Optimization exercise on an open flow, not production practice. RTL: at most simulated, not proved equivalent. Function not checked: runs 2 to 5. Power: default activity.

==> flow/design.v, too long to show whole: its modules and the start of the top module <==
// module lay_dpu: 472 lines
// module lay_mul: 985 lines
// module lay_add57: 380 lines
// module lay_add25: 138 lines
// module lay_cmp24: 52 lines
module lay_dpu (
    input  wire        clk,
    input  wire        rst,           
    input  wire        cmd_valid,
    output wire        cmd_ready,
    input  wire [5:0]  cmd_op,
    input  wire [1:0]  cmd_acc,       
    input  wire [1:0]  cmd_lanes,     
    input  wire [1:0]  cmd_part,      
    input  wire [2:0]  cmd_t,         
    input  wire        cmd_sat,
    input  wire        cmd_rnd,       
    input  wire        cmd_int,       
    input  wire        cmd_trk,       
    input  wire [23:0] cmd_a,
    input  wire [23:0] cmd_b,
    input  wire [23:0] cmd_c,
    input  wire [23:0] cmd_d,
    input  wire [23:0] cmd_e,
    output reg         rsp_valid,
    output reg  [23:0] rsp_data,
    output reg         rsp_annul,
    output reg  [5:0]  rsp_flags,
    output reg  [4:0]  rsp_bx
);
  // ...
==> flow/flow/run.sh <==
#!/bin/bash
# Layout flow: the standard flow (standard.sh), with ORFS's timing
# repair asked to leave a setup margin (so that it sizes and buffers the
# paths that set the achieved period) and the ports buffered with buf_4.
export SETUP_SLACK_MARGIN=14.95
export BUFFER_PORTS_ARGS="-buffer_cell sky130_fd_sc_hd__buf_4"
bash standard.sh > standard.log 2>&1
==> flow/standard.sh <==
#!/bin/bash
# synth_recipe.tcl (not shown) runs the flow's synth.tcl, then flattens the netlist and writes it again
# the make line also repeats each setting of config.mk as NAME=value (left out here)
make -C /OpenROAD-flow-scripts/flow DESIGN_CONFIG=/design/flow/config.mk WORK_HOME=/design/flow/orfs CLKGATE_MAP_FILE= SYNTH_SCRIPT=/design/flow/synth_recipe.tcl "${@:-finish}"
==> flow/config.mk <==
export PLATFORM = sky130hd
export DESIGN_NAME = lay_dpu
export DESIGN_NICKNAME = lay_dpu
export VERILOG_FILES = /design/flow/design.v
export SDC_FILE = /design/flow/constraint.sdc
export NUM_CORES = 8
export LEC_CHECK = 0
export ABC_AREA = 1
export CAP_MARGIN = 20
export CORE_MARGIN = 2
export CORE_UTILIZATION = 30
export CTS_CLUSTER_DIAMETER = 100
export CTS_CLUSTER_SIZE = 20
export PLACE_DENSITY = 0.5
export SLEW_MARGIN = 20
==> flow/constraint.sdc <==
create_clock -name core_clock -period 20.0 [get_ports {clk}]
set_input_delay 4.0000 -clock core_clock [delete_from_list [all_inputs] [get_ports {clk}]]
set_output_delay 4.0000 -clock core_clock [all_outputs]
set_load 0.01 [all_outputs]
==> summary.md, run 1 <==
| Metric | Value |
|---|---|
| Outcome | no timing/DRC/antenna violations |
| Postcts setup bufs | 63 |
| #MultiIn Comb | 6154 |
| Antenna violations before repair | 23 |
| Commonest non-fill, non-tap cell in the layout | nand2_1 |
| Leak pwr | 0.0292 uW |
| Hold Slack | 333 ps |
| CP top delay family | flip-flops |
| # H-tree levels | 2 |
| Simple-Gate Fraction of Synth Area | 20.2% |
| Syn. warnings | 1 |
| Post-Syn Instances | 8407 |
| Critical path launch point | rsp_flags[5]$_DFFE_PP_ |
| Crit path kind | reg -> out |
| Hold wc startpoint | annul2$_DFF_P_ |
| Multi-input logic area | 39700 sq um |
| FF-to-FF End | r1[12]$_DFF_P_ |
| Total Wirelength | 310000 um |
| Fin util | 34.8% |
| # setup viols final | 0 |
| Crit. End Element | output port |
| Critical Path RT | 16000 ps |
| # hold bufs at CTS | 0 |
| Top-area cell type share of the netlist area | 17.9% |
| Crit path cell chain | buf_6 |
| Instance count on the critical path | 1 |
| Fin cells | 11100 |
| Initial core utilization | 30.2% |
| DRT Pass-1 Iters | 6 |
| Top cells by count, synth | 1983 x nand2_1, 974 x inv_1, 648 x o21ai_0, 556 x a21oi_1, 533 x dfxtp_1 |
| RR Startpoint | b0[17]$_DFFE_PP_ |
| Layout clock buffer count | 58 |
| Sequential Area | 15500 sq um |
| Fin crit period | 5260 ps |
| Vias/cell | 5.61 |
| Ys flop type | dfxtp_1 |
| Final worst slack | 14740 ps |
| Reported max-cap violation count | 0 |
| Pre-CTS setup slack | 13580 ps |
| Fraction of area in registers | 22.5% |
Testbench counts, summed over its fixed seeds: cycles 11,472.
==> module lay_dpu, before the edit <==
module lay_dpu (
    input  wire        clk,
    input  wire        rst,           
    input  wire        cmd_valid,
    output wire        cmd_ready,
    input  wire [5:0]  cmd_op,
    input  wire [1:0]  cmd_acc,       
    input  wire [1:0]  cmd_lanes,     
    input  wire [1:0]  cmd_part,      
    input  wire [2:0]  cmd_t,         
    input  wire        cmd_sat,
    input  wire        cmd_rnd,       
    input  wire        cmd_int,       
    input  wire        cmd_trk,       
    input  wire [23:0] cmd_a,
    input  wire [23:0] cmd_b,
    input  wire [23:0] cmd_c,
    input  wire [23:0] cmd_d,
    input  wire [23:0] cmd_e,
    output reg         rsp_valid,
    output reg  [23:0] rsp_data,
    output reg         rsp_annul,
    output reg  [5:0]  rsp_flags,
    output reg  [4:0]  rsp_bx
);
    localparam OP_NOP   = 6'd0,  OP_MOV   = 6'd1,  OP_ADD   = 6'd2,
               OP_SUB   = 6'd3,  OP_CMP   = 6'd4,  OP_NEG   = 6'd5,
               OP_ABS   = 6'd6,  OP_MIN   = 6'd7,  OP_MAX   = 6'd8,
               OP_AND   = 6'd9,  OP_OR    = 6'd10, OP_XOR   = 6'd11,
               OP_NOT   = 6'd12, OP_TST   = 6'd13, OP_SHL   = 6'd14,
               OP_SHR   = 6'd15, OP_SHRL  = 6'd16, OP_CLAMP = 6'd17,
               OP_LERP  = 6'd18, OP_TLU   = 6'd19, OP_SCALE = 6'd20,
               OP_SCALEA= 6'd21, OP_STA   = 6'd22, OP_LDA   = 6'd23,
               OP_RDP   = 6'd24, OP_WRP   = 6'd25, OP_CLRA  = 6'd26,
               OP_MPY   = 6'd27, OP_MAC   = 6'd28, OP_MSU   = 6'd29,
               OP_RDF   = 6'd30, OP_WRF   = 6'd31, OP_RDBX  = 6'd32,
               OP_BXCLR = 6'd33;
    localparam FC = 0, FV = 1, FN = 2, FZ = 3, FS = 4, FBV = 5;
    reg        v0, rdy_q;
    reg [1:0]  k0;                    
    reg [5:0]  op0;
    reg [1:0]  n0, ln0, pt0;
    reg [2:0]  t0;
    reg        sat0, rnd0, int0, trk0;
    reg [23:0] a0, b0, c0, d0, e0;
    reg        x24;                   
    reg        lt0, lerp0;            
    reg        hz0;                   
    reg        as_sub0, negabs0;      
    reg        msu0;
    reg        nrdy_o;
    assign cmd_ready = ~nrdy_o;
    wire in_mul   = (cmd_op == OP_MPY) | (cmd_op == OP_MAC) | (cmd_op == OP_MSU);
    wire in_multi = in_mul & ((cmd_lanes == 2'd1 & ~cmd_acc[0]) |
                              (cmd_lanes == 2'd2 & cmd_acc == 2'd0));
    wire in_lt    = (cmd_op == OP_LERP) | (cmd_op == OP_TLU);
    wire in_sc    = (cmd_op == OP_SCALE) | (cmd_op == OP_SCALEA);
    wire bx_hz    = v0 & (((op0 == OP_STA) & trk0) | (op0 == OP_BXCLR));
    wire [1:0] klast0 = (hz0 | lt0 | ln0 == 2'd1) ? 2'd1 : 2'd3;
    always @(posedge clk) begin
        if (rst) begin
            v0    <= 1'b0;
            rdy_q  <= 1'b1;
            nrdy_o <= 1'b0;
            k0     <= 2'd0;
        end else if (!rdy_q) begin
            k0     <= k0 + 2'd1;
            rdy_q  <= (k0 + 2'd1 == klast0);
            nrdy_o <= ~(k0 + 2'd1 == klast0);
        end else begin
            v0     <= cmd_valid;
            k0     <= 2'd0;
            rdy_q  <= ~(cmd_valid & (in_multi | in_lt | (in_sc & bx_hz)));
            nrdy_o <= cmd_valid & (in_multi | in_lt | (in_sc & bx_hz));
        end
    end
    wire [24:0] lt_p = lerp0 ? {a0[23], a0} : {c0[23], c0};
    wire [24:0] lt_q = lerp0 ? {c0[23], c0} : {b0[23], b0};
    wire [24:0] lt_diff;
    lay_add25 u_ltd (.a(lt_p), .b(~lt_q), .cin(1'b1), .s(lt_diff));
    wire [7:0]  tlu_f   = (int0 | a0[23]) ? 8'd0 : a0[14:7];
    always @(posedge clk) begin
        pt0  <= cmd_part;
        trk0 <= cmd_trk;
        if (rdy_q) begin
            sat0    <= cmd_sat;
            t0      <= cmd_t;
            hz0     <= in_sc & bx_hz;
            rnd0    <= cmd_rnd;
            op0     <= cmd_op;
            n0      <= cmd_acc;
            ln0     <= cmd_lanes;
            int0    <= cmd_int;
            a0      <= cmd_a;
            b0      <= cmd_b;
            c0      <= cmd_c;
            d0      <= cmd_d;
            e0      <= cmd_e;
            x24     <= cmd_b[23];
            lt0     <= in_lt;
            lerp0   <= (cmd_op == OP_LERP);
            msu0    <= (cmd_op == OP_MSU);
            negabs0 <= (cmd_op == OP_NEG) | (cmd_op == OP_ABS);
            as_sub0 <= ~((cmd_op == OP_ADD) | (cmd_op == OP_ABS & ~cmd_a[23]));
        end else if (lt0) begin
            int0 <= 1'b1;
            a0   <= lerp0 ? b0 : {16'd0, tlu_f};
            b0   <= lt_diff[23:0];
            x24  <= lt_diff[24];
            if (!lerp0) c0 <= b0;
        end else if (!hz0) begin
            b0  <= c0;
            x24 <= c0[23];
            c0  <= d0;
            d0  <= e0;
        end
    end
    reg rst_q;
    always @(posedge clk) rst_q <= rst;
    wire mul_s1   = (op0 == OP_MPY) | (op0 == OP_MAC) | (op0 == OP_MSU);
    wire lok_s1   = (ln0 == 2'd0) | (ln0 == 2'd1 & ~n0[0]) | (ln0 == 2'd2 & n0 == 2'd0);
    wire rwp_s1   = (op0 == OP_RDP) | (op0 == OP_WRP);
    wire annul_s1 = (op0 > OP_BXCLR) | (mul_s1 & ~lok_s1) | (rwp_s1 & pt0 == 2'd3);
    wire [24:0] mx   = int0 ? {x24, b0} : {b0, 1'b0};
    wire        mneg = msu0;
    wire [24:0] mye = {a0, 1'b0};
    wire [11:0] bneg, bone, btwo;
    genvar gi;
    generate
        for (gi = 0; gi < 12; gi = gi + 1) begin : g_booth
            assign bneg[gi] = mye[2*gi+2] ^ mneg;
            assign bone[gi] = mye[2*gi+1] ^ mye[2*gi];
            assign btwo[gi] = (mye[2*gi+2] & ~mye[2*gi+1] & ~mye[2*gi]) |
                              (~mye[2*gi+2] & mye[2*gi+1] & mye[2*gi]);
        end
    endgenerate
    wire [56:0] ms, mc;
    lay_mul u_mul (.x(mx), .neg(bneg), .one(bone), .two(btwo), .s(ms), .c(mc));
    wire [23:0] as_x = negabs0 ? 24'd0 : a0;
    wire [23:0] as_y = (negabs0 ? a0 : b0) ^ {24{as_sub0}};
    wire [24:0] as_s;
    lay_add25 u_as (.a({1'b0, as_x}), .b({1'b0, as_y}), .cin(as_sub0), .s(as_s));
    wire as_ov  = (as_x[23] == as_y[23]) & (as_s[23] != as_x[23]);
    wire [23:0] as_lim = as_x[23] ? 24'h800000 : 24'h7FFFFF;
    wire [23:0] as_r   = (as_ov & sat0) ? as_lim : as_s[23:0];
    wire [23:0] a0f = {~a0[23], a0[22:0]};
    wire [23:0] b0f = {~b0[23], b0[22:0]};
    wire [23:0] c0f = {~c0[23], c0[22:0]};
    wire a_ge_b, a_ge_c, c_ge_b;
    lay_cmp24 u_cab (.a(a0f), .b(~b0f), .cin(1'b1), .co(a_ge_b));
    lay_cmp24 u_cac (.a(a0f), .b(~c0f), .cin(1'b1), .co(a_ge_c));
    lay_cmp24 u_ccb (.a(c0f), .b(~b0f), .cin(1'b1), .co(c_ge_b));
    wire a_lt_b = ~a_ge_b;
    wire c_gt_a = ~a_ge_c;
    wire c_lt_b = ~c_ge_b;
    wire clamp_c = c_gt_a & c_lt_b;           
    wire clamp_a = ~c_gt_a & a_lt_b;
    wire clamp_b = ~clamp_c & ~clamp_a;
    wire [23:0] clamp_r = clamp_c ? c0 : (clamp_a ? a0 : b0);
    reg [23:0] r_s1;
    reg        v_s1, c_s1, s_s1, wv_s1, wc_s1, zr_s1;
    always @* begin
        r_s1  = a0;
        v_s1  = 1'b0;
        c_s1  = 1'b0;
        s_s1  = 1'b0;
        wv_s1 = 1'b0;
        wc_s1 = 1'b0;
        zr_s1 = 1'b0;
        case (op0)
            OP_ADD, OP_SUB: begin
                r_s1  = as_r;
                v_s1  = as_ov;
                s_s1  = as_ov & sat0;
                c_s1  = as_s[24] ^ as_sub0;
                wv_s1 = 1'b1;
                wc_s1 = 1'b1;
            end
            OP_NEG, OP_ABS: begin
                r_s1  = as_r;
                v_s1  = as_ov;
                s_s1  = as_ov & sat0;
                wv_s1 = 1'b1;
            end
            OP_CMP: begin
                r_s1  = as_s[23:0];
                v_s1  = as_ov;
                c_s1  = ~as_s[24];
                wv_s1 = 1'b1;
                wc_s1 = 1'b1;
                zr_s1 = 1'b1;
            end
            OP_MIN:   r_s1 = a_lt_b ? a0 : b0;
            OP_MAX:   r_s1 = a_lt_b ? b0 : a0;
            OP_AND:   begin r_s1 = a0 & b0; wv_s1 = 1'b1; end
            OP_TST:   begin r_s1 = a0 & b0; wv_s1 = 1'b1; zr_s1 = 1'b1; end
            OP_OR:    begin r_s1 = a0 | b0; wv_s1 = 1'b1; end
            OP_XOR:   begin r_s1 = a0 ^ b0; wv_s1 = 1'b1; end
            OP_NOT:   begin r_s1 = ~a0;     wv_s1 = 1'b1; end
            OP_CLAMP: begin
                r_s1  = clamp_r;
                c_s1  = ~(clamp_c | (clamp_b & (b0 == c0)) | (clamp_a & (a0 == c0)));
                wv_s1 = 1'b1;
                wc_s1 = 1'b1;
            end
            OP_LERP, OP_TLU: r_s1 = c0;    
            default:  r_s1 = a0;
        endcase
    end
    wire [4:0] bx_fwd;                 
    wire [4:0] cnt_s1 = (b0[4:0] > 5'd24) ? 5'd24 : b0[4:0];
    wire [5:0] sh_s1  = {1'b0, bx_fwd} - {3'b000, t0};    
    wire [4:0] shamt_s1 = (op0 == OP_SHL) ? cnt_s1 :
                          (op0 == OP_SHR | op0 == OP_SHRL) ? 5'd24 - cnt_s1 :
                          ~sh_s1[5] ? sh_s1[4:0] :
                          (op0 == OP_SCALE) ? sh_s1[4:0] + 5'd24 : sh_s1[4:0] + 5'd8;
    wire [1:0] tg_s1  = n0 + (hz0 ? 2'd0 : k0);
    wire ok = ~annul_s1;
    reg        v1, last1, first1, int1, sat1, rnd1, trk1, annul1;
    reg        vf1, cf1, sf1, wv1, wc1, zr1;
    reg        c_alu, c_shl, c_shr, c_shrl, c_scale, c_scla, c_lerp, c_tlu,
               c_sta, c_lda, c_rdp, c_wrp, c_clra, c_mul, c_acc, c_rdf,
               c_wrf, c_rdbx, c_bxclr;
    reg [3:0]  ts1;                   
    reg [1:0]  pt1;
    reg [4:0]  shamt;
    reg        sh_neg, cnz1;
    reg [23:0] r1;                    
    reg [56:0] ms1, mc1;
    reg [55:0] acc_t;                 
    always @(posedge clk) begin
        if (rst_q) v1 <= 1'b0;
        else     v1 <= v0 & ~((lt0 | hz0) & ~rdy_q);
        last1   <= rdy_q;
        first1  <= (k0 == 2'd0);
        ts1     <= 4'b0001 << tg_s1;
        pt1     <= pt0;
        shamt   <= shamt_s1;
        sh_neg  <= sh_s1[5];
        int1    <= int0;
        sat1    <= sat0;
        rnd1    <= rnd0;
        trk1    <= trk0;
        annul1  <= annul_s1;
        c_alu   <= (op0 >= OP_MOV && op0 <= OP_CLAMP && op0 != OP_SHL &&
                    op0 != OP_SHR && op0 != OP_SHRL);
        c_shl   <= (op0 == OP_SHL);
        c_shr   <= (op0 == OP_SHR) | (op0 == OP_SHRL);
        c_shrl  <= (op0 == OP_SHRL);
        c_scale <= (op0 == OP_SCALE);
        c_scla  <= (op0 == OP_SCALEA);
        c_lerp  <= (op0 == OP_LERP);
        c_tlu   <= (op0 == OP_TLU);
        c_sta   <= (op0 == OP_STA);
        c_lda   <= (op0 == OP_LDA);
        c_rdp   <= (op0 == OP_RDP) & ok;
        c_wrp   <= (op0 == OP_WRP) & ok;
        c_clra  <= (op0 == OP_CLRA);
        c_mul   <= mul_s1 & ok;
        c_acc   <= (op0 == OP_MAC) | (op0 == OP_MSU);
        c_rdf   <= (op0 == OP_RDF);
        c_wrf   <= (op0 == OP_WRF);
        c_rdbx  <= (op0 == OP_RDBX);
        c_bxclr <= (op0 == OP_BXCLR);
        vf1     <= v_s1;
        cf1     <= c_s1;
        sf1     <= s_s1;
        wv1     <= wv_s1;
        wc1     <= wc_s1;
        zr1     <= zr_s1;
        cnz1    <= (cnt_s1 != 5'd0);
        r1      <= r_s1;
        ms1     <= ms;
        mc1     <= mc;
    end
    reg [55:0] acc0, acc1, acc2, acc3;
    reg        vacc_q;                
    reg        bv;                    
    wire [56:0] add_a = ({57{c_acc}}  & {acc_t[55], acc_t}) |
                        ({57{c_lerp}} & {{10{r1[23]}}, r1, rnd1, 22'd0}) |
                        ({57{c_tlu}}  & {25'd0, r1, rnd1, 7'd0});
    wire [56:0] csa_s = add_a ^ ms1 ^ mc1;
    wire [56:0] csa_c = (add_a & ms1) | (add_a & mc1) | (ms1 & mc1);
    wire [56:0] sum;
    lay_add57 u_add (.a(csa_s), .b({csa_c[55:0], 1'b0}), .cin(1'b0), .s(sum));
    wire lim_hi = ~sum[56] & (sum[55] | sum[54]);
    wire lim_lo =  sum[56] & ~(sum[55] & sum[54]);
    wire [55:0] mul_w = lim_hi ? {2'b00, {54{1'b1}}} :
                        lim_lo ? {2'b11, {54{1'b0}}} : sum[55:0];
    wire mul_hit = lim_hi | lim_lo;
    wire lerp_ov = ~((&sum[56:46]) | ~(|sum[56:46]));
    wire [23:0] lerp_r = (lerp_ov & sat1) ? (sum[56] ? 24'h800000 : 24'h7FFFFF) : sum[46:23];
    wire [23:0] tlu_r  = sum[31:8];
    wire [63:0] sh_in = c_scla ? {{8{acc_t[55]}}, acc_t} :
                        c_shrl ? {40'd0, r1} : {{40{r1[23]}}, r1};
    wire [63:0] sh_y  = sh_in << shamt;
    wire [23:0] eq24;
    wire [56:0] eq56;
    assign eq24[23] = 1'b1;
    assign eq56[56] = 1'b1;
    genvar gj;
    generate
        for (gj = 22; gj >= 0; gj = gj - 1) begin : g_eq24
            assign eq24[gj] = eq24[gj+1] & (r1[gj] == r1[23]);
        end
        for (gj = 55; gj >= 0; gj = gj - 1) begin : g_eq56
            assign eq56[gj] = eq56[gj+1] & (acc_t[gj] == acc_t[55]);
        end
    endgenerate
    wire ov24 = (shamt == 5'd0) ? 1'b0 :
                (shamt == 5'd24) ? ~(eq24[0] & ~r1[23]) : ~eq24[5'd23 - shamt];
    wire ov56 = ~eq56[6'd54 - {1'b0, shamt}];
    wire [23:0] shl_r  = (ov24 & sat1) ? (r1[23] ? 24'h800000 : 24'h7FFFFF) : sh_y[23:0];
    wire [23:0] shr_r  = sh_y[47:24];
    wire [55:0] scla_w = sh_neg ? sh_y[63:8] :
                         ov56 ? (acc_t[55] ? {2'b11, {54{1'b0}}} : {2'b00, {54{1'b1}}}) :
                         sh_y[55:0];
    wire [33:0] sta_v  = {acc_t[55], acc_t[55:23]} + {33'd0, rnd1};    
    wire sta_ovi = ~((&acc_t[55:23]) | ~(|acc_t[55:23]));
    wire sta_ovf = ~((&sta_v[33:24]) | ~(|sta_v[33:24]));
    wire sta_ov  = int1 ? sta_ovi : sta_ovf;
    wire sta_sg  = int1 ? acc_t[55] : sta_v[33];
    wire [23:0] sta_raw = int1 ? acc_t[23:0] : sta_v[24:1];
    wire        sta_sat = sta_ov & sat1;
    wire [23:0] sta_r = sta_sat ? (sta_sg ? 24'h800000 : 24'h7FFFFF) : sta_raw;
    wire [23:0] rdp_r = (pt1 == 2'd0) ? {{16{acc_t[55]}}, acc_t[55:48]} :
                        (pt1 == 2'd1) ? acc_t[47:24] : acc_t[23:0];
    wire [55:0] ld_w = (c_lda & int1) ? {{32{r1[23]}}, r1} : {{8{r1[23]}}, r1, 24'd0};
    wire [55:0] oth_w = c_scla ? scla_w :
                        (c_wrp & pt1 == 2'd0) ? {r1[7:0], acc_t[47:0]} :
                        (c_wrp & pt1 == 2'd2) ? {acc_t[55:24], r1} : ld_w;
    wire [55:0] acc_w = c_mul ? mul_w : oth_w;
    wire        wr_t  = c_mul | c_lda | c_wrp | (c_scla & bv);
    wire sc_l = c_scale & bv & ~sh_neg;      
    wire sc_r = c_scale & bv &  sh_neg;      
    wire [23:0] zv_s2 =
        ({24{c_alu | c_wrf}}     & r1)     |
        ({24{c_shl | sc_l}}      & shl_r)  |
        ({24{c_shr | sc_r}}      & shr_r)  |
        ({24{c_scale & ~bv}}     & r1)     |
        ({24{c_lerp}}            & lerp_r) |
        ({24{c_tlu}}             & tlu_r)  |
        ({24{c_sta}}             & sta_r)  |
        ({24{c_rdp}}             & rdp_r);
    wire scla_do = c_scla & bv;
    wire vacc_n  = (first1 ? 1'b0 : vacc_q) | mul_hit;
    wire w_zn  = c_alu | c_shl | c_shr | c_lerp | c_tlu | c_sta | (c_scale & bv);
    wire w_v   = (c_alu & wv1) | c_shl | c_shr | (c_scale & bv) | scla_do |
                 c_lerp | c_sta | c_mul;
    wire v_val = (c_alu & vf1) | ((c_shl | sc_l) & ov24) | (scla_do & ~sh_neg & ov56) |
                 (c_lerp & lerp_ov) | (c_sta & sta_ov) | (c_mul & vacc_n);
    wire w_c   = (c_alu & wc1) | ((c_shl | c_shr) & cnz1);
    wire c_val = (c_alu & cf1) | (c_shl & sh_y[24]) | (c_shr & sh_y[23]);
    wire s_set = (c_alu & sf1) | ((c_shl | sc_l) & ov24 & sat1) |
                 (scla_do & ~sh_neg & ov56) | (c_lerp & lerp_ov & sat1) |
                 (c_sta & sta_sat) | (c_mul & vacc_n);
    wire [3:0] ts_s1 = 4'b0001 << tg_s1;
    reg  [55:0] acc_s1;
    always @* begin
        case (tg_s1)
            2'd0:    acc_s1 = acc0;
            2'd1:    acc_s1 = acc1;
            2'd2:    acc_s1 = acc2;
            default: acc_s1 = acc3;
        endcase
    end
    wire byp_w = v1 & wr_t & ((ts1 & ts_s1) != 4'd0);
    wire byp_c = v1 & c_clra & ((r1[3:0] & ts_s1) != 4'd0);
    always @(posedge clk)
        acc_t <= byp_w ? acc_w : (byp_c ? 56'd0 : acc_s1);
    reg        v2, annul2, rz2, rdf2, rdbx2, wzn2, scla2, zsc2, nsc2;
    reg        wv2, vv2, wc2, cv2, ss2, trk2, bxclr2, wrf2;
    reg [23:0] zv2;
    always @(posedge clk) begin
        if (rst_q) begin
            acc0   <= 56'd0;
            acc1   <= 56'd0;
            acc2   <= 56'd0;
            acc3   <= 56'd0;
            bv     <= 1'b0;
            v2     <= 1'b0;
        end else begin
            v2 <= v1 & last1;
            if (v1) begin
                if (wr_t & ts1[0]) acc0 <= acc_w; else if (c_clra & r1[0]) acc0 <= 56'd0;
                if (wr_t & ts1[1]) acc1 <= acc_w; else if (c_clra & r1[1]) acc1 <= 56'd0;
                if (wr_t & ts1[2]) acc2 <= acc_w; else if (c_clra & r1[2]) acc2 <= 56'd0;
                if (wr_t & ts1[3]) acc3 <= acc_w; else if (c_clra & r1[3]) acc3 <= 56'd0;
                vacc_q <= vacc_n;
                if (c_sta & trk1) bv <= 1'b1;
                if (c_bxclr)      bv <= 1'b0;
                if (c_wrf)        bv <= r1[FBV];
            end
        end
        annul2 <= annul1;
        rz2    <= zr1 | annul1 | c_wrf;
        rdf2   <= c_rdf;
        rdbx2  <= c_rdbx;
        wzn2   <= w_zn;
        scla2  <= scla_do;
        zsc2   <= (scla_w == 56'd0);
        nsc2   <= scla_w[55];
        wv2    <= w_v;
        vv2    <= v_val;
        wc2    <= w_c;
        cv2    <= c_val;
        ss2    <= s_set;
        trk2   <= c_sta & trk1;
        bxclr2 <= c_bxclr;
        wrf2   <= c_wrf;
        zv2    <= zv_s2;
    end
    reg [5:0]  f_q;
    reg [4:0]  bx_q;
    wire [31:0] rsb_d = {zv2[22:0] ^ {23{zv2[23]}}, 9'h100};
    wire        rsb_z4 = ~|rsb_d[31:16];
    wire [15:0] rsb_d4 = rsb_z4 ? rsb_d[15:0] : rsb_d[31:16];
    wire        rsb_z3 = ~|rsb_d4[15:8];
    wire [7:0]  rsb_d3 = rsb_z3 ? rsb_d4[7:0] : rsb_d4[15:8];
    wire        rsb_z2 = ~|rsb_d3[7:4];
    wire [3:0]  rsb_d2 = rsb_z2 ? rsb_d3[3:0] : rsb_d3[7:4];
    wire        rsb_z1 = ~|rsb_d2[3:2];
    wire [1:0]  rsb_d1 = rsb_z1 ? rsb_d2[1:0] : rsb_d2[3:2];
    wire        rsb_z0 = ~rsb_d1[1];
    wire [4:0]  rsb    = {rsb_z4, rsb_z3, rsb_z2, rsb_z1, rsb_z0};
    reg  [5:0] f_n;
    reg  [4:0] bx_n;
    assign bx_fwd = v2 ? bx_n : bx_q;
    always @* begin
        f_n  = f_q;
        bx_n = bx_q;
        if (wzn2) begin
            f_n[FZ] = (zv2 == 24'd0);
            f_n[FN] = zv2[23];
        end
        if (scla2) begin
            f_n[FZ] = zsc2;
            f_n[FN] = nsc2;
        end
        if (wv2) f_n[FV] = vv2;
        if (wc2) f_n[FC] = cv2;
        if (ss2) f_n[FS] = 1'b1;
        if (trk2) begin
            f_n[FBV] = 1'b1;
            if (rsb < bx_q) bx_n = rsb;
        end
        if (bxclr2) begin
            f_n[FBV] = 1'b0;
            bx_n = 5'd23;
        end
        if (wrf2) f_n = zv2[5:0];
    end
    always @(posedge clk) begin
        if (rst_q) begin
            f_q       <= 6'd0;
            bx_q      <= 5'd23;
            rsp_valid <= 1'b0;
        end else begin
            rsp_valid <= v2;
            if (v2) begin
                f_q       <= f_n;
                bx_q      <= bx_n;
                rsp_flags <= f_n;
                rsp_bx    <= bx_n;
            end
        end
        rsp_data  <= rdf2  ? {18'd0, f_q} :
                     rdbx2 ? {19'd0, bx_q} :
                     rz2   ? 24'd0 : zv2;
        rsp_annul <= annul2;
    end
endmodule
==> run 2: changes to the inputs <==
--- a/flow/design.v
+++ b/flow/design.v
@@ -147,9 +147,8 @@
     wire [23:0] b0f = {~b0[23], b0[22:0]};
     wire [23:0] c0f = {~c0[23], c0[22:0]};
-    wire a_ge_b, a_ge_c, c_ge_b;
-    lay_cmp24 u_cab (.a(a0f), .b(~b0f), .cin(1'b1), .co(a_ge_b));
+    wire a_ge_c, c_ge_b;
     lay_cmp24 u_cac (.a(a0f), .b(~c0f), .cin(1'b1), .co(a_ge_c));
     lay_cmp24 u_ccb (.a(c0f), .b(~b0f), .cin(1'b1), .co(c_ge_b));
-    wire a_lt_b = ~a_ge_b;
+    wire a_lt_b = as_s[23] ^ as_ov;     
     wire c_gt_a = ~a_ge_c;
     wire c_lt_b = ~c_ge_b;
==> flow/flow/run.sh (replaced) <==
#!/bin/bash
# Layout flow: the standard flow (standard.sh), with ORFS's timing
# repair asked to leave a setup margin (so that it sizes and buffers the
# paths that set the achieved period) and the ports buffered with buf_4.
export SETUP_SLACK_MARGIN=14.9
export BUFFER_PORTS_ARGS="-buffer_cell sky130_fd_sc_hd__buf_4"
bash standard.sh > standard.log 2>&1
--- a/flow/config.mk
+++ b/flow/config.mk
@@ -10,6 +10,6 @@
 export CORE_MARGIN = 2
 export CORE_UTILIZATION = 30
-export CTS_CLUSTER_DIAMETER = 100
-export CTS_CLUSTER_SIZE = 20
+export CTS_CLUSTER_DIAMETER = 120
+export CTS_CLUSTER_SIZE = 22
 export PLACE_DENSITY = 0.5
 export SLEW_MARGIN = 20
==> summary.md, run 2 <==
| Metric | Value |
|---|---|
| Crit. End Element | register (was output port) |
| Commonest non-fill, non-tap cell in the layout | nand2_1 (unchanged) |
| Worst reg-to-reg setup slack | 14640 ps (was 14980 ps) |
| Pre-CTS setup slack | 12740 ps (was 13580 ps) |
| Simple-Gate Fraction of Synth Area | 20.9% (was 20.2%) |
| # setup viols final | 0 (unchanged) |
| Antenna viol nets, final | 0 (unchanged) |
| Multiplexer share of the synthesized area | 0.590% (was 0.639%) |
| Commonest non-fill, non-tap cells in the layout | 1979 x nand2_1, 912 x inv_1, 581 x o21ai_0 (was 1947 x nand2_1, 927 x inv_1, 614 x o21ai_0) |
| RSZ-0062 raised after global routing | yes (unchanged) |
| Max_slew headroom | 18.0% (was 21.9%) |
| Reported max-cap violation count | 0 (unchanged) |
| Top cells by count, synth | 2068 x nand2_1, 980 x inv_1, 638 x o21ai_0, 572 x a21oi_1, 533 x dfxtp_1 (was 1983 x nand2_1, 974 x inv_1, 648 x o21ai_0, 556 x a21oi_1, 533 x dfxtp_1) |
| Final worst slack | 14640 ps (was 14740 ps) |
| EDFF count, synth | 155 (unchanged) |
| CTS Buf Count | 42 (was 47) |
| Clock root buffer | clkbuf_16 (unchanged) |
| Slowest cell on crit path | edfxtp_1 (unchanged) |
| Final Skew | 61.3 ps (was 58.7 ps) |
| FF-to-FF End | r1[10]$_DFF_P_ (was r1[12]$_DFF_P_) |
| Synth cell types | 72 (was 74) |
| # hold bufs at CTS | 0 (unchanged) |
| Power Density | 141 nW/um^2 (was 142 nW/um^2) |
| Min-Delay Endpoint | rdbx2$_DFF_P_ (was rsp_annul$_DFF_P_) |
| CTS tree | done (unchanged) |
| Worst-Margin Slew | 1230 ps (was 1170 ps) |
| Leak pwr | 0.0301 uW (was 0.0292 uW) |
| Outcome | no timing/DRC/antenna violations (unchanged) |
| Average routed wire per standard cell | 27.7 um (was 27.8 um) |
| Hold wc startpoint | c_rdbx$_DFF_P_ (was annul2$_DFF_P_) |
| Ys async rst share | 0% (unchanged) |
| Final hold vios | 0 (unchanged) |
| Overall routing resource usage | 29.3% (was 29.0%) |
| # rows | 163 (unchanged) |
| Most common cell in the synthesized netlist | nand2_1 (unchanged) |
| Setup TNS | 0 ps (unchanged) |
| Fmax | 0.186 GHz (was 0.190 GHz) |
| Largest net degree at the start of global routing | 224 (was 100) |
| Adder-Cell Fraction of Synth Area | 15.1% (was 15.5%) |
| First-pass GRT wire length | 434000 um (was 432000 um) |
| Syn. warnings | 1 (unchanged) |
| DRT Pass-1 Iters | 8 (was 6) |
| Layout area overhead | 19.1% (was 15.4%) |
| Post-Syn Area | 59300 sq um (was 59500 sq um) |
| Vias/cell | 5.59 (was 5.61) |
| DRC | 0 (unchanged) |
| Seq/Total Area, Yosys | 25.8% (was 25.7%) |
| Maximum VDD drop | 156 uV (was 179 uV) |
| Top post-synthesis cells by area | dfxtp_1 18%, nand2_1 13%, fa_1 9.7% (unchanged) |
| Compound-Gate Fraction of Synth Area | 20.6% (was 21.2%) |
| Syn Nets | 9097 (was 9115) |
| Post-detail-place hpwl | 216000 um (was 219000 um) |
| Fin crit period | 5360 ps (was 5260 ps) |
| Top-area cell type share of the netlist area | 18.0% (was 17.9%) |
| RR Startpoint | negabs0$_DFFE_PP_ (was b0[17]$_DFFE_PP_) |
| Crit path buffers/inverters | 24 (was 1) |
| R2r worst-path depth | 39 (was 13) |
| Main combinational cell family by area after synthesis | simple AND/OR/NAND/NOR gates (was compound AO/OA/AOI/OAI gates) |
| Die area | 201000 sq um (was 202000 sq um) |
| # nets final | 9313 (was 9170) |
| XOR/XNOR Fraction of Synth Area | 6.60% (was 6.56%) |
| # H-tree levels | 2 (unchanged) |
| Clock Sinks | 688 (unchanged) |
| Synth area leader | dfxtp_1 (unchanged) |
| Vias in the first global route | 58900 (was 59300) |
| Most frequent CP cell | buf_4 |
| #FFs+latches synth | 688 (unchanged) |
| Die span in x | 449 um (about the same) |
| Critical Path RT | 20560 ps (was 16000 ps) |
| Initial core utilization | 30.1% (was 30.2%) |
| Core area | 197000 sq um (about the same) |
| Clock Pin Slew Worst Setup and Hold Paths | 100 ps (was 90 ps) |
| Remaining global-route overflow | 0 (unchanged) |
| Share of layout cells above drive strength 1 | 16.1% (was 12.7%) |
| Number of I/O pins | 180 (unchanged) |
| Clk latency of the worst-skew pair | 690 ps (was 720 ps) |
| Maximum fanout along the worst path | 6 (was 1) |
| Post-Syn Instances | 8412 (was 8407) |
| Die Height | 449 um (about the same) |
| Crit start category | register (unchanged) |
| Initial DRC count | 7222 (was 7228) |
| Total Wirelength | 313000 um (was 310000 um) |
| Antenna violations before repair | 21 (was 23) |
| Hold Path Class | reg -> reg (unchanged) |
| Routed via count | 63200 (was 62400) |
| Part of the cycle the worst path needs | 26.8% (was 26.3%) |
| Ys flop type | dfxtp_1 (unchanged) |
| Port bufs | 179 (unchanged) |
| Placer Congestion | 1.05 (was 1.11) |
| Worst path max stage delay | 470 ps (was 400 ps) |
| Syn avg cell area | 7.05 sq um (was 7.08 sq um) |
| Hold depth | 0 (unchanged) |
| Crit path kind | reg -> reg (was reg -> out) |
| CP top delay family | buffers and inverters (was flip-flops) |
| CTS Buffer Depth | 3 (unchanged) |
| Pins Over Slew Limit | 0 (unchanged) |
| Critical Path AT | 5930 ps (was 1260 ps) |
-- run 2: cell count changes in the layout (fill, tap and decap cells not counted), moves of 32 or more --
| cell | delta |
|---|---|
| buf_4 | +131 |
| o22ai_1 | -76 |
| nor2_1 | -65 |
| nand2_2 | +47 |
| o21ai_0 | -33 |
| o21ai_1 | +33 |
| ha_1 | -32 |
| nand2_1 | +32 |
-- run 2: cells by family after synthesis --
| family | after synthesis |
|---|---|
| AND/OR/NAND/NOR | 3037 |
| XOR/XNOR | 447 |
| adder cells (fa/ha/maj) | 543 |
| AO/OA/AOI/OAI | 2073 |
| buffers and inverters | 1589 |
| flip-flops | 688 |
| multiplexers | 35 |
-- run 2: worst reg2reg max path: cells and delay by family, from the launching register on --
kind                     cells  cell delay, ps
flip-flops                   1             470
AND/OR/NAND/NOR              7             460
AO/OA/AOI/OAI                5             830
adder cells (fa/ha/maj)      1             340
XOR/XNOR                     2             260
buffers and inverters       24            2930
-- run 2: how the worst max path moves through the flow --
stage / endpoint / cells after the start / startpoint
finish: r1[10]$_DFF_P_ / 39 / negabs0$_DFFE_PP_
global route: r1[15]$_DFF_P_ / 45 / negabs0$_DFFE_PP_
CTS: r1[6]$_DFF_P_ / 43 / negabs0$_DFFE_PP_
detailed placement: r1[15]$_DFF_P_ / 44 / b0[2]$_DFFE_PP_
global placement: r1[15]$_DFF_P_ / 46 / b0[0]$_DFFE_PP_
floorplan: r1[1]$_DFF_P_ / 40 / b0[0]$_DFFE_PP_
-- run 2: where the power goes --
part           switching (uW)  internal, uW  total [uW]  leakage [uW]
logic                    4850          2370        7220        0.0234
clock network             552           406         959      0.000630
registers                 120          1650        1770       0.00602
total                    5520          4420        9940        0.0301
-- run 2: routing by layer --
layer  share of wire [%]  vias to the layer above  global-route usage (%)
met5               0.023                        -                       0
li1                    -                    28300                       -
met3                 8.9                      942                    5.62
met4                 7.6                       12                    17.6
met1                  40                    30500                    37.6
met2                  43                     3362                    45.4
-- run 2: final cells by class --
| class | instances | area (sq um) |
|---|---|---|
| clock buffers | 50 | 1080 |
| fillers | 21100 | 126000 |
| multi-input cells | 6150 | 40300 |
| inverters | 1047 | 4250 |
| diodes | 11 | 27.5 |
| repair inverters | 11 | 93.8 |
| well taps | 2640 | 3300 |
| flip-flops and latches | 688 | 15500 |
| repair buffers | 688 | 5990 |
| clock inverters | 16 | 218 |
-- run 2: stage by stage --
stage	hold slack, ps	util (%)	std cells	instance area [sq um]	total power (uW)
2_1_floorplan	310	-	8412	59400	5180
6_report	336	35.9	11300	70700	9940
5_1_grt	348	35.9	11300	70700	10400
4_1_cts	341	34.3	11100	67600	9290
3_3_place_gp	316	32.3	10900	63600	7990
3_5_place_dp	319	32.3	10900	63700	8060
-- run 2: what timing repair did --
item	in CTS	in global routing
buffers inserted	162	173
cloned	23	13
endpoints found under the setup margin	420	400
endpoints found under the hold margin	0	0
pin swaps	74	139
resized for setup	369	372
==> run 3: changes to the inputs <==
==> flow/flow/run.sh (replaced) <==
#!/bin/bash
# Layout flow: the standard flow (standard.sh), with ORFS's timing
# repair asked to leave a setup margin (so that it sizes and buffers the
# paths that set the achieved period) and the ports buffered with buf_2.
export SETUP_SLACK_MARGIN=14.8
export BUFFER_PORTS_ARGS="-buffer_cell sky130_fd_sc_hd__buf_2"
bash standard.sh > standard.log 2>&1
==> summary.md, run 3 <==
| Metric | Value |
|---|---|
| Critical Path AT | 5870 ps (was 5930 ps) |
| Routed via count | 62700 (was 63200) |
| Critical Path RT | 20530 ps (was 20560 ps) |
| Die Height | 449 um (unchanged) |
| Syn Nets | 9097 (unchanged) |
| Pre-CTS setup slack | 12620 ps (was 12740 ps) |
| Syn avg cell area | 7.05 sq um (unchanged) |
| Met2 WL post-DR | 131000 um (was 136000 um) |
| # setup viols final | 0 (unchanged) |
| Outcome | no timing/DRC/antenna violations (unchanged) |
| Met1 wire length | 121000 um (was 125000 um) |
| Reported max-cap violation count | 0 (unchanged) |
| Number of I/O pins | 180 (unchanged) |
| Syn. warnings | 1 (unchanged) |
| Synth area leader | dfxtp_1 (unchanged) |
| Overall routing resource usage | 28.2% (was 29.3%) |
| CTS Buffer Depth | 3 (unchanged) |
| Leak pwr | 0.0294 uW (was 0.0301 uW) |
| DRT Pass-1 Iters | 8 (unchanged) |
| Vias/cell | 5.61 (was 5.59) |
| Ys async rst share | 0% (unchanged) |
| FF-to-FF End | r1[1]$_DFF_P_ (was r1[10]$_DFF_P_) |
| Final Skew | 79.3 ps (was 61.3 ps) |
| Share of layout cells above drive strength 1 | 14.4% (was 16.1%) |
| RR Startpoint | negabs0$_DFFE_PP_ (unchanged) |
| Initial DRC count | 8380 (was 7222) |
| Die area | 201000 sq um (unchanged) |
| Seq/Total Area, Yosys | 25.8% (unchanged) |
| Ys flop type | dfxtp_1 (unchanged) |
| Post-Syn Instances | 8412 (unchanged) |
| Slowest cell on crit path | fa_2 (was edfxtp_1) |
| Part of the cycle the worst path needs | 26.7% (was 26.8%) |
| CP top delay family | simple AND/OR/NAND/NOR gates (was buffers and inverters) |
| DRC | 0 (unchanged) |
| Maximum VDD drop | 156 uV (about the same) |
| Clock Pin Slew Worst Setup and Hold Paths | 100 ps (about the same) |
| Die span in x | 449 um (unchanged) |
| R2r worst-path depth | 44 (was 39) |
| Remaining global-route overflow | 0 (unchanged) |
| Worst path max stage delay | 610 ps (was 470 ps) |
| Antenna viol nets, final | 0 (unchanged) |
| Clk latency of the worst-skew pair | 700 ps (was 690 ps) |
| Post-detail-place hpwl | 209000 um (was 216000 um) |
| Most common cell in the synthesized netlist | nand2_1 (unchanged) |
| EDFF count, synth | 155 (unchanged) |
| Final worst slack | 14660 ps (was 14640 ps) |
| Antenna violations before repair | 12 (was 21) |
| Crit path buffers/inverters | 5 (was 24) |
| Setup TNS | 0 ps (unchanged) |
| Worst-Margin Slew | 1240 ps (was 1230 ps) |
| Highest routed layer | met5 (unchanged) |
| Worst reg-to-reg setup slack | 14660 ps (was 14640 ps) |
| Port bufs | 179 (unchanged) |
| Top cells by count, synth | 2068 x nand2_1, 980 x inv_1, 638 x o21ai_0, 572 x a21oi_1, 533 x dfxtp_1 (unchanged) |
| Top-area cell type share of the netlist area | 18.0% (unchanged) |
| Clock Sinks | 688 (unchanged) |
| Pins Over Slew Limit | 0 (unchanged) |
| Placer Congestion | 1.07 (was 1.05) |
| Hold wc startpoint | c_rdf$_DFF_P_ (was c_rdbx$_DFF_P_) |
| Vias in the first global route | 58100 (was 58900) |
| Power Density | 138 nW/um^2 (was 141 nW/um^2) |
| Layout area overhead | 16.4% (was 19.1%) |
| RSZ-0062 raised after global routing | yes (unchanged) |
| Post-Syn Area | 59300 sq um (unchanged) |
| Most frequent CP cell | nand2_2 (was buf_4) |
| Hold Path Class | reg -> reg (unchanged) |
| # rows | 163 (unchanged) |
| Top post-synthesis cells by area | dfxtp_1 18%, nand2_1 13%, fa_1 9.7% (unchanged) |
| Final hold vios | 0 (unchanged) |
| Crit path kind | reg -> reg (unchanged) |
| Hold depth | 0 (unchanged) |
| Total Wirelength | 304000 um (was 313000 um) |
| Crit. End Element | register (unchanged) |
| Crit start category | register (unchanged) |
| Wire length on met3 | 29500 um (was 27800 um) |
| Initial core utilization | 30.1% (unchanged) |
| Synth cell types | 72 (unchanged) |
| CTS Buf Count | 41 (was 42) |
| CTS tree | done (unchanged) |
| Maximum fanout along the worst path | 7 (was 6) |
| # hold bufs at CTS | 0 (unchanged) |
| Min-Delay Endpoint | rdf2$_DFF_P_ (was rdbx2$_DFF_P_) |
| Average routed wire per standard cell | 27.1 um (was 27.7 um) |
| # nets final | 9198 (was 9313) |
| First-pass GRT wire length | 422000 um (was 434000 um) |
| Commonest non-fill, non-tap cell in the layout | nand2_1 (unchanged) |
| Core area | 197000 sq um (unchanged) |
| Fmax | 0.187 GHz (was 0.186 GHz) |
| Fin crit period | 5340 ps (was 5360 ps) |
| # H-tree levels | 2 (unchanged) |
| Max_slew headroom | 16.9% (was 18.0%) |
| Clock root buffer | clkbuf_16 (unchanged) |
| Commonest non-fill, non-tap cells in the layout | 1960 x nand2_1, 927 x inv_1, 577 x o21ai_0 (was 1979 x nand2_1, 912 x inv_1, 581 x o21ai_0) |
| Largest net degree at the start of global routing | 185 (was 224) |
| #FFs+latches synth | 688 (unchanged) |
run 3: cell counts after synthesis:
Identical to the previous run, type by type.
run 3: what timing repair did:
item,in CTS,in global routing
pin swaps,79,105
setup endpoints to repair,376,375
hold endpoints to repair,0,0
gates cloned,22,13
gates resized for setup,314,362
buffers inserted,126,105
run 3: through the flow:
step | hold WS, ps | power, uW | util [%] | cells | cell area (sq um)
floorplan | 310 | 5170 | - | 8412 | 59400
finish | 335 | 9560 | 35.1 | 11200 | 69100
detailed placement | 320 | 7810 | 32.0 | 10800 | 63100
global placement | 315 | 7770 | 32.0 | 10800 | 63100
CTS | 336 | 9000 | 33.9 | 11100 | 66700
global route | 342 | 10100 | 35.1 | 11200 | 69100
run 3: cells by family (layout without fill, tap and decap cells):
group,after synthesis,count (layout),synth area share [%]
xor+xnor,447,447,6.60
mux,35,35,0.590
other cells,0,6,0
compound gates,2073,2080,20.6
simple gates,3037,3043,20.9
flops,688,688,25.8
fa+ha+maj,543,543,15.1
buf+inv,1589,1698,10.3
run 3: cell type report:
cell class	count	area [sq um]
fillers	21100	128000
clock buffers	53	1110
repair inverters	10	96.3
well taps	2640	3300
inverters	1047	4210
diodes	6	15.0
multi-input cells	6148	40200
clock inverters	11	180
repair buffers	577	4620
flip-flops and latches	688	15400
run 3: routing by layer:
layer / vias up / GRT usage (%)
met2: 3644 / 43.3
li1: 28100 / -
met3: 878 / 5.72
met4: 10 / 16.5
met5: - / 0
met1: 30100 / 36.7
run 3: worst max path at each step:
stage	start	end	slack, ps	cells after the start
after floorplan	b0[4]$_DFFE_PP_	r1[6]$_DFF_P_	14800	43
final	negabs0$_DFFE_PP_	r1[1]$_DFF_P_	14660	44
after global routing	negabs0$_DFFE_PP_	r1[1]$_DFF_P_	14380	44
after CTS	negabs0$_DFFE_PP_	r1[15]$_DFF_P_	14660	45
after detailed placement	as_sub0$_DFFE_PP_	r1[15]$_DFF_P_	12620	45
after global placement	as_sub0$_DFFE_PP_	r1[18]$_DFF_P_	12760	45
run 3: power breakdown:
group / total [uW] / switching, uW / internal [uW]
clock network: 959 / 547 / 412
logic: 6850 / 4600 / 2250
registers: 1760 / 113 / 1650
total: 9560 / 5260 / 4300
==> run 4: changes to the inputs <==
--- a/flow/design.v
+++ b/flow/design.v
@@ -45,6 +45,5 @@
     reg [23:0] a0, b0, c0, d0, e0;
     reg        x24;                   
-    reg        lt0, lerp0;            
-    reg        hz0;                   
+    reg        hz0, hz2_0;            
     reg        as_sub0, negabs0;      
     reg        msu0;
@@ -56,6 +55,7 @@
     wire in_lt    = (cmd_op == OP_LERP) | (cmd_op == OP_TLU);
     wire in_sc    = (cmd_op == OP_SCALE) | (cmd_op == OP_SCALEA);
-    wire bx_hz    = v0 & (((op0 == OP_STA) & trk0) | (op0 == OP_BXCLR));
-    wire [1:0] klast0 = (hz0 | lt0 | ln0 == 2'd1) ? 2'd1 : 2'd3;
+    wire bx_hz2   = v0 & (((op0 == OP_STA) & trk0) | (op0 == OP_BXCLR));
+    wire bx_hz    = bx_hz2 | (v1 & ((c_sta & trk1) | c_bxclr));
+    wire [1:0] klast0 = hz2_0 ? 2'd2 : (hz0 | ln0 == 2'd1) ? 2'd1 : 2'd3;
     always @(posedge clk) begin
         if (rst) begin
@@ -71,13 +71,14 @@
             v0     <= cmd_valid;
             k0     <= 2'd0;
-            rdy_q  <= ~(cmd_valid & (in_multi | in_lt | (in_sc & bx_hz)));
-            nrdy_o <= cmd_valid & (in_multi | in_lt | (in_sc & bx_hz));
+            rdy_q  <= ~(cmd_valid & (in_multi | (in_sc & bx_hz)));
+            nrdy_o <= cmd_valid & (in_multi | (in_sc & bx_hz));
         end
     end
-    wire [24:0] lt_p = lerp0 ? {a0[23], a0} : {c0[23], c0};
-    wire [24:0] lt_q = lerp0 ? {c0[23], c0} : {b0[23], b0};
-    wire [24:0] lt_diff;
-    lay_add25 u_ltd (.a(lt_p), .b(~lt_q), .cin(1'b1), .s(lt_diff));
-    wire [7:0]  tlu_f   = (int0 | a0[23]) ? 8'd0 : a0[14:7];
+    wire        in_tlu  = cmd_op[0];             
+    wire [24:0] d_ac, d_cb;
+    lay_add25 u_dac (.a({cmd_a[23], cmd_a}), .b(~{cmd_c[23], cmd_c}), .cin(1'b1), .s(d_ac));
+    lay_add25 u_dcb (.a({cmd_c[23], cmd_c}), .b(~{cmd_b[23], cmd_b}), .cin(1'b1), .s(d_cb));
+    wire [24:0] lt_diff = in_tlu ? d_cb : d_ac;
+    wire [7:0]  tlu_f   = (cmd_int | cmd_a[23]) ? 8'd0 : cmd_a[14:7];
     always @(posedge clk) begin
         pt0  <= cmd_part;
@@ -87,26 +88,19 @@
             t0      <= cmd_t;
             hz0     <= in_sc & bx_hz;
+            hz2_0   <= in_sc & bx_hz2;
             rnd0    <= cmd_rnd;
             op0     <= cmd_op;
             n0      <= cmd_acc;
             ln0     <= cmd_lanes;
-            int0    <= cmd_int;
-            a0      <= cmd_a;
-            b0      <= cmd_b;
-            c0      <= cmd_c;
+            int0    <= cmd_int | in_lt;
+            a0      <= ~in_lt ? cmd_a : (in_tlu ? {16'd0, tlu_f} : cmd_b);
+            b0      <= in_lt ? lt_diff[23:0] : cmd_b;
+            x24     <= in_lt ? lt_diff[24] : cmd_b[23];
+            c0      <= (in_lt & in_tlu) ? cmd_b : cmd_c;
             d0      <= cmd_d;
             e0      <= cmd_e;
-            x24     <= cmd_b[23];
-            lt0     <= in_lt;
-            lerp0   <= (cmd_op == OP_LERP);
             msu0    <= (cmd_op == OP_MSU);
             negabs0 <= (cmd_op == OP_NEG) | (cmd_op == OP_ABS);
             as_sub0 <= ~((cmd_op == OP_ADD) | (cmd_op == OP_ABS & ~cmd_a[23]));
-        end else if (lt0) begin
-            int0 <= 1'b1;
-            a0   <= lerp0 ? b0 : {16'd0, tlu_f};
-            b0   <= lt_diff[23:0];
-            x24  <= lt_diff[24];
-            if (!lerp0) c0 <= b0;
         end else if (!hz0) begin
             b0  <= c0;
@@ -147,8 +141,9 @@
     wire [23:0] b0f = {~b0[23], b0[22:0]};
     wire [23:0] c0f = {~c0[23], c0[22:0]};
-    wire a_ge_c, c_ge_b;
+    wire a_ge_b, a_ge_c, c_ge_b;
+    lay_cmp24 u_cab (.a(a0f), .b(~b0f), .cin(1'b1), .co(a_ge_b));
     lay_cmp24 u_cac (.a(a0f), .b(~c0f), .cin(1'b1), .co(a_ge_c));
     lay_cmp24 u_ccb (.a(c0f), .b(~b0f), .cin(1'b1), .co(c_ge_b));
-    wire a_lt_b = as_s[23] ^ as_ov;     
+    wire a_lt_b = ~a_ge_b;
     wire c_gt_a = ~a_ge_c;
     wire c_lt_b = ~c_ge_b;
@@ -207,7 +202,6 @@
         endcase
     end
-    wire [4:0] bx_fwd;                 
     wire [4:0] cnt_s1 = (b0[4:0] > 5'd24) ? 5'd24 : b0[4:0];
-    wire [5:0] sh_s1  = {1'b0, bx_fwd} - {3'b000, t0};    
+    wire [5:0] sh_s1  = {1'b0, bx_q} - {3'b000, t0};      
     wire [4:0] shamt_s1 = (op0 == OP_SHL) ? cnt_s1 :
                           (op0 == OP_SHR | op0 == OP_SHRL) ? 5'd24 - cnt_s1 :
@@ -230,5 +224,5 @@
     always @(posedge clk) begin
         if (rst_q) v1 <= 1'b0;
-        else     v1 <= v0 & ~((lt0 | hz0) & ~rdy_q);
+        else     v1 <= v0 & ~(hz0 & ~rdy_q);
         last1   <= rdy_q;
         first1  <= (k0 == 2'd0);
@@ -425,5 +419,4 @@
     reg  [5:0] f_n;
     reg  [4:0] bx_n;
-    assign bx_fwd = v2 ? bx_n : bx_q;
     always @* begin
         f_n  = f_q;
==> flow/flow/run.sh (replaced) <==
#!/bin/bash
# Layout flow: the standard flow (standard.sh), with ORFS's timing
# repair asked to leave a setup margin (so that it sizes and buffers the
# paths that set the achieved period) and the ports buffered with buf_4.
export SETUP_SLACK_MARGIN=14.8
export BUFFER_PORTS_ARGS="-buffer_cell sky130_fd_sc_hd__buf_4"
bash standard.sh > standard.log 2>&1
--- a/flow/config.mk
+++ b/flow/config.mk
@@ -6,10 +6,7 @@
 export NUM_CORES = 8
 export LEC_CHECK = 0
-export ABC_AREA = 1
 export CAP_MARGIN = 20
 export CORE_MARGIN = 2
 export CORE_UTILIZATION = 30
-export CTS_CLUSTER_DIAMETER = 120
-export CTS_CLUSTER_SIZE = 22
 export PLACE_DENSITY = 0.5
 export SLEW_MARGIN = 20
==> summary.md, run 4 <==
| Metric | Value |
|---|---|
| GR peak layer | met2 (unchanged) |
| Antenna viol nets, final | 0 (unchanged) |
| Seq/Total Area, Yosys | 25.3% (was 25.8%) |
| Top-area cell type share of the netlist area | 17.7% (was 18.0%) |
| Die span in x | 453 um (was 449 um) |
| Number of I/O pins | 180 (unchanged) |
| Syn. warnings | 1 (unchanged) |
| Fin crit period | 6270 ps (was 5340 ps) |
| Part of the cycle the worst path needs | 31.3% (was 26.7%) |
| Placed inst area | 65700 sq um (was 63100 sq um) |
| Vias/cell | 5.95 (was 5.61) |
| Reported max-cap violation count | 0 (unchanged) |
| Remaining global-route overflow | 0 (unchanged) |
| Maximum VDD drop | 141 uV (was 156 uV) |
| Critical Path AT | 6750 ps (was 5870 ps) |
| Top cells by count, synth | 626 x inv_1, 545 x nand2_1, 533 x dfxtp_1, 467 x clkbuf_1, 420 x nor2_1 (was 2068 x nand2_1, 980 x inv_1, 638 x o21ai_0, 572 x a21oi_1, 533 x dfxtp_1) |
| Leak pwr | 0.0293 uW (was 0.0294 uW) |
| Overall routing resource usage | 28.4% (was 28.2%) |
| Comb pwr share | 65.7% (was 71.6%) |
| Synth area leader | dfxtp_1 (unchanged) |
| Clock Sinks | 687 (was 688) |
| Placer Congestion | 1.06 (was 1.07) |
| Clk pwr share | 16.1% (was 10.0%) |
| Syn Nets | 7721 (was 9097) |
| Main combinational cell family by area after synthesis | compound AO/OA/AOI/OAI gates (was simple AND/OR/NAND/NOR gates) |
| Total Wirelength | 303000 um (was 304000 um) |
| Compound-Gate Fraction of Synth Area | 23.7% (was 20.6%) |
| #FFs+latches synth | 687 (was 688) |
| Post-detail-place hpwl | 210000 um (was 209000 um) |
| Share of layout cells above drive strength 1 | 18.0% (was 14.4%) |
| Post-Syn Area | 60400 sq um (was 59300 sq um) |
| Ys flop type | dfxtp_1 (unchanged) |
| # hold bufs at CTS | 0 (unchanged) |
| Fin util | 36.0% (was 35.1%) |
| # setup viols final | 0 (unchanged) |
| Worst-Margin Slew | 1330 ps (was 1240 ps) |
| EDFF count, synth | 154 (was 155) |
| Initial DRC count | 6707 (was 8380) |
| CTS tree | done (unchanged) |
| Antenna violations before repair | 20 (was 12) |
| CTS Buffer Depth | 3 (unchanged) |
| Core area | 200000 sq um (was 197000 sq um) |
| Pins Over Slew Limit | 0 (unchanged) |
| CTS Buf Count | 79 (was 41) |
| Ys async rst share | 0% (unchanged) |
| Port bufs | 179 (unchanged) |
| Final hold vios | 0 (unchanged) |
| Final Skew | 112 ps (was 79.3 ps) |
| XOR/XNOR Fraction of Synth Area | 7.03% (was 6.60%) |
| Crit start category | input port (was register) |
| Maximum fanout along the worst path | 3 (was 7) |
| Internal Power | 4650 uW (was 4300 uW) |
| Average routed wire per standard cell | 30.8 um (was 27.1 um) |
| Setup TNS | 0 ps (unchanged) |
| Multiplexer share of the synthesized area | 8.20% (was 0.590%) |
| # H-tree levels | 3 (was 2) |
| Layout area overhead | 19.0% (was 16.4%) |
| Clock root buffer | clkbuf_16 (unchanged) |
| First-pass GRT wire length | 426000 um (was 422000 um) |
| Simple-Gate Fraction of Synth Area | 12.2% (was 20.9%) |
| Dpl cells | 9506 (was 10800) |
| NetSw | 4810 uW (was 5260 uW) |
| RSZ-0062 raised after global routing | yes (unchanged) |
| Synth cell types | 102 (was 72) |
| Commonest non-fill, non-tap cell in the layout | inv_1 (was nand2_1) |
| Hold Path Class | reg -> reg (unchanged) |
| Met2 GRT Util | 44.3% (was 43.3%) |
| Most common cell in the synthesized netlist | inv_1 (was nand2_1) |
| Share of power burned in registers | 18.2% (was 18.4%) |
| Clock Pin Slew Worst Setup and Hold Paths | 60 ps (was 100 ps) |
| Critical Path RT | 20480 ps (was 20530 ps) |
| Die area | 205000 sq um (was 201000 sq um) |
| Fin cells | 9812 (was 11200) |
| Top post-synthesis cells by area | dfxtp_1 18%, fa_1 9.7%, edfxtp_1 7.7% (was dfxtp_1 18%, nand2_1 13%, fa_1 9.7%) |
| Sequential Area | 15300 sq um (was 15400 sq um) |
| Design area | 71900 sq um (was 69100 sq um) |
| Initial core utilization | 30.2% (was 30.1%) |
| Syn avg cell area | 8.65 sq um (was 7.05 sq um) |
| M1 GR Usage | 36.6% (was 36.7%) |
| Crit. End Element | register (unchanged) |
| Commonest non-fill, non-tap cells in the layout | 616 x inv_1, 535 x nand2_1, 504 x dfxtp_1 (was 1960 x nand2_1, 927 x inv_1, 577 x o21ai_0) |
| Max_slew headroom | 11.1% (was 16.9%) |
| Routed via count | 58400 (was 62700) |
| Vias in the first global route | 57000 (was 58100) |
| Clk latency of the worst-skew pair | 800 ps (was 700 ps) |
| # nets final | 7815 (was 9198) |
| Post-Syn Instances | 6985 (was 8412) |
| DRC | 0 (unchanged) |
| Met3 Usage GRT | 5.40% (was 5.72%) |
| Die Height | 453 um (was 449 um) |
| Total Power | 9460 uW (was 9560 uW) |
| Multi-input logic area | 43200 sq um (was 40200 sq um) |
| Outcome | no timing/DRC/antenna violations (unchanged) |
| Largest net degree at the start of global routing | 89 (was 185) |
| Fmax | 0.160 GHz (was 0.187 GHz) |
| Crit path kind | in -> reg (was reg -> reg) |
| Switching Share | 50.8% (was 55.0%) |
| # rows | 164 (was 163) |
| DRT Pass-1 Iters | 6 (was 8) |
| Power Density | 132 nW/um^2 (was 138 nW/um^2) |
| Adder-Cell Fraction of Synth Area | 15.9% (was 15.1%) |
| Fill cells | 20500 (was 21100) |
==> run 4: changes by cell type after synthesis, moves of 102 or more <==
cell and change:
a21oi_1 -220, a22o_1 +102, a22oi_1 +345, inv_1 -354, mux2i_1 +172, nand2_1 -1523
nand3_1 -180, o21ai_0 -315, o22ai_1 -299, xnor2_1 +267, xor2_1 -229
==> run 4: metal layers <==
layer  wire length, um  vias up  part of all wire (%)
met4             20700        4                   6.8
met1            121000    29000                    40
met3             26700      852                   8.8
li1                  -    25300                     -
met5                20        -                0.0066
met2            135000     3219                    44
==> run 4: what timing repair did <==
action,CTS,global route
gates cloned,12,7
setup buffers,64,64
gates resized for setup,273,199
pin swaps,68,98
endpoints found under the setup margin,419,409
==> run 4: power groups by stage <==
stage	registers, uW	clock network [uW]	logic, uW
6_report	1720	1520	6220
5_1_grt	1730	1610	6590
4_1_cts	1720	1550	5720
3_5_place_dp	1750	0	5450
3_3_place_gp	1750	0	5430
2_1_floorplan	1700	0	3080
==> run 4: critical path, cell delays in order <==
cell     delay [ps]
buf_12           90
inv_8            30
ha_4            140
fa_2            340
nor2b_1         120
o21a_1          180
o21ai_2         100
a211o_1         310
a31oi_4         200
a221o_1         270
a41oi_2         170
a21oi_4         240
a21oi_2          90
xnor2_1         130
o31a_1          240
o31a_1          100
==> run 4: path summary, 6_finish.rpt <==
kind | startpoint | to | slack, ps | cells after the start
min | c_rdbx$_DFF_P_ | rdbx2$_DFF_P_ | 330 | 0
max | cmd_c[0] | b0[22]$_DFFE_PN_ | 13730 | 16
min reg2reg | c_rdbx$_DFF_P_ | rdbx2$_DFF_P_ | 330 | 0
max reg2reg | acc_t[30]$_DFF_P_ | zv2[10]$_DFF_P_ | 14530 | 14
==> run 4: logic make-up after synthesis <==
| family | count (synthesis) |
|---|---|
| compound gates | 2064 |
| simple gates | 1582 |
| buf+inv | 1202 |
| flops | 687 |
| fa+ha+maj | 594 |
| xor+xnor | 485 |
| mux | 371 |
==> run 4: final cells by class <==
cell class	instances	share of cell area (%)
multi-input cells	5104	60.0
clock buffers	109	3.06
inverters	636	3.35
clock inverters	35	0.656
repair buffers	571	6.90
diodes	14	0.0487
flip-flops and latches	687	21.3
well taps	2656	4.62
==> run 4: per-stage QoR <==
stage	worst slack, ps	hold WS (ps)
final	13730	327
after detailed placement	12750	314
after global routing	13640	331
after CTS	13800	328
after global placement	12690	316
after floorplan	13300	310
==> run 5: changes to the inputs <==
--- a/flow/config.mk
+++ b/flow/config.mk
@@ -6,4 +6,5 @@
 export NUM_CORES = 8
 export LEC_CHECK = 0
+export ABC_AREA = 1
 export CAP_MARGIN = 20
 export CORE_MARGIN = 2
==> summary.md, run 5 <==
| Metric | Value |
|---|---|
| Routed via count | 64100 (was 58400) |
| Crit. End Element | register (unchanged) |
| Worst reg-to-reg setup slack | 14830 ps (was 14530 ps) |
| Clock Sinks | 687 (unchanged) |
| Hold Path Class | reg -> reg (unchanged) |
| Power Density | 134 nW/um^2 (was 132 nW/um^2) |
| Slowest cell on crit path | fa_2 (unchanged) |
| CP top delay family | buffers and inverters (was compound AO/OA/AOI/OAI gates) |
| Clock Pin Slew Worst Setup and Hold Paths | 60 ps (about the same) |
| Layout area overhead | 18.6% (was 19.0%) |
| Post-Syn Instances | 8646 (was 6985) |
| # nets final | 9506 (was 7815) |
| Synth cell types | 67 (was 102) |
| Crit path buffers/inverters | 16 (was 2) |
| DRT Pass-1 Iters | 8 (was 6) |
| Outcome | no timing/DRC/antenna violations (unchanged) |
| Hold Slack | 311 ps (was 327 ps) |
| CTS tree | done (unchanged) |
| Ys flop type | dfxtp_1 (unchanged) |
| RR Startpoint | c_acc$_DFF_P_ (was acc_t[30]$_DFF_P_) |
| Crit start category | input port (unchanged) |
| Adder-Cell Fraction of Synth Area | 15.8% (was 15.9%) |
| Ys async rst share | 0% (unchanged) |
| Maximum fanout along the worst path | 2 (was 3) |
| Reported max-cap violation count | 0 (unchanged) |
| Share of layout cells above drive strength 1 | 14.1% (was 18.0%) |
| Seq/Total Area, Yosys | 25.2% (was 25.3%) |
| Compound-Gate Fraction of Synth Area | 20.6% (was 23.7%) |
| Worst-Margin Slew | 1230 ps (was 1330 ps) |
| Die span in x | 454 um (was 453 um) |
| Critical Path RT | 20420 ps (was 20480 ps) |
| Fmax | 0.151 GHz (was 0.160 GHz) |
| Overall routing resource usage | 29.3% (was 28.4%) |
| Maximum VDD drop | 147 uV (was 141 uV) |
| Fin crit period | 6620 ps (was 6270 ps) |
| Min-Delay Endpoint | rdf2$_DFF_P_ (was rdbx2$_DFF_P_) |
| Die area | 206000 sq um (was 205000 sq um) |
| Placer Congestion | 1.05 (was 1.06) |
| Total Wirelength | 316000 um (was 303000 um) |
| Number of I/O pins | 180 (unchanged) |
| Main combinational cell family by area after synthesis | simple AND/OR/NAND/NOR gates (was compound AO/OA/AOI/OAI gates) |
| Critical Path AT | 7040 ps (was 6750 ps) |
| Syn Nets | 9382 (was 7721) |
| XOR/XNOR Fraction of Synth Area | 6.57% (was 7.03%) |
| Leak pwr | 0.0311 uW (was 0.0293 uW) |
| Antenna viol nets, final | 0 (unchanged) |
| # hold bufs at CTS | 0 (unchanged) |
| EDFF count, synth | 154 (unchanged) |
| Most common cell in the synthesized netlist | nand2_1 (was inv_1) |
| CTS Buffer Depth | 3 (unchanged) |
| Core area | 202000 sq um (was 200000 sq um) |
| Average routed wire per standard cell | 27.5 um (was 30.8 um) |
| Top-area cell type share of the netlist area | 17.6% (was 17.7%) |
| R2r worst-path depth | 33 (was 14) |
| Most frequent CP cell | buf_6 (was o31a_1) |
| Pins Over Slew Limit | 0 (unchanged) |
| M1 GR Usage | 37.1% (was 36.6%) |
| Die Height | 454 um (was 453 um) |
| DRC | 0 (unchanged) |
| Commonest non-fill, non-tap cells in the layout | 1900 x nand2_1, 1036 x inv_1, 558 x o21ai_0 (was 616 x inv_1, 535 x nand2_1, 504 x dfxtp_1) |
| Hold depth | 0 (unchanged) |
| Setup TNS | 0 ps (unchanged) |
| Multiplexer share of the synthesized area | 0.675% (was 8.20%) |
| Post-detail-place hpwl | 223000 um (was 210000 um) |
| Clock root buffer | clkbuf_16 (unchanged) |
| Hold wc startpoint | c_rdf$_DFF_P_ (was c_rdbx$_DFF_P_) |
| Met2 GRT Util | 47.2% (was 44.3%) |
| Fin util | 35.7% (was 36.0%) |
| CTS Buf Count | 82 (was 79) |
| Max_slew headroom | 17.5% (was 11.1%) |
| GR peak layer | met2 (unchanged) |
==> run 5: worst max-delay path by stage <==
stage / slack [ps] / cells after the start / from / end
floorplan: 13210 / 28 / cmd_c[0] / b0[15]$_DFFE_PN_
global placement: 12310 / 27 / cmd_c[0] / b0[22]$_DFFE_PN_
detailed placement: 12390 / 28 / cmd_a[0] / b0[22]$_DFFE_PN_
CTS: 13560 / 29 / cmd_c[0] / b0[15]$_DFFE_PN_
global route: 13220 / 29 / cmd_c[0] / b0[22]$_DFFE_PN_
finish: 13380 / 28 / cmd_c[0] / b0[7]$_DFFE_PN_
==> run 5: repair_timing <==
action / CTS / global route
buffers inserted: 107 / 105
gates cloned: 13 / 11
pin swaps: 44 / 99
resized for setup: 327 / 311
setup endpoints to repair: 429 / 412
==> run 5: worst register-to-register path, delay by kind of cell, from the launching register on <==
family                   cells  cell delay (ps)
flip-flops                   1              360
AND/OR/NAND/NOR             12             1550
buffers and inverters       15             1910
adder cells (fa/ha/maj)      2              540
AO/OA/AOI/OAI                4              700
==> run 5: layout make-up <==
type / count / area [sq um]
diodes: 7 / 17.5
clock buffers: 111 / 2280
repair buffers: 569 / 4940
fillers: 21400 / 130000
flip-flops and latches: 687 / 15400
multi-input cells: 6295 / 41100
well taps: 2672 / 3340
inverters: 1130 / 4460
repair inverters: 5 / 32.5
clock inverters: 39 / 498
==> run 5: stage by stage <==
stage | std cells | worst slack (ps)
after detailed placement | 11100 | 12390
final | 11500 | 13380
after floorplan | 8646 | 13210
after global routing | 11500 | 13220
after global placement | 11100 | 12310
after CTS | 11400 | 13560
==> run 5: power breakdown <==
part / switching [uW] / total (uW) / internal (uW) / leakage, uW
sequential: 107 / 1740 / 1630 / 0.00600
clock: 690 / 1570 / 884 / 0.00135
combinational: 4270 / 6360 / 2100 / 0.0237
==> run 5: per-layer routing <==
layer | up-vias | part of all wire (%)
met5 | - | 0.019
met4 | 8 | 6.9
met3 | 820 | 8.1
met2 | 3246 | 45
met1 | 31000 | 40
li1 | 29000 | -
==> run 5: logic make-up after synthesis <==
kind of cell	count (synthesis)
flops	687
simple gates	3070
fa+ha+maj	594
compound gates	2123
xor+xnor	456
mux	41
buf+inv	1675
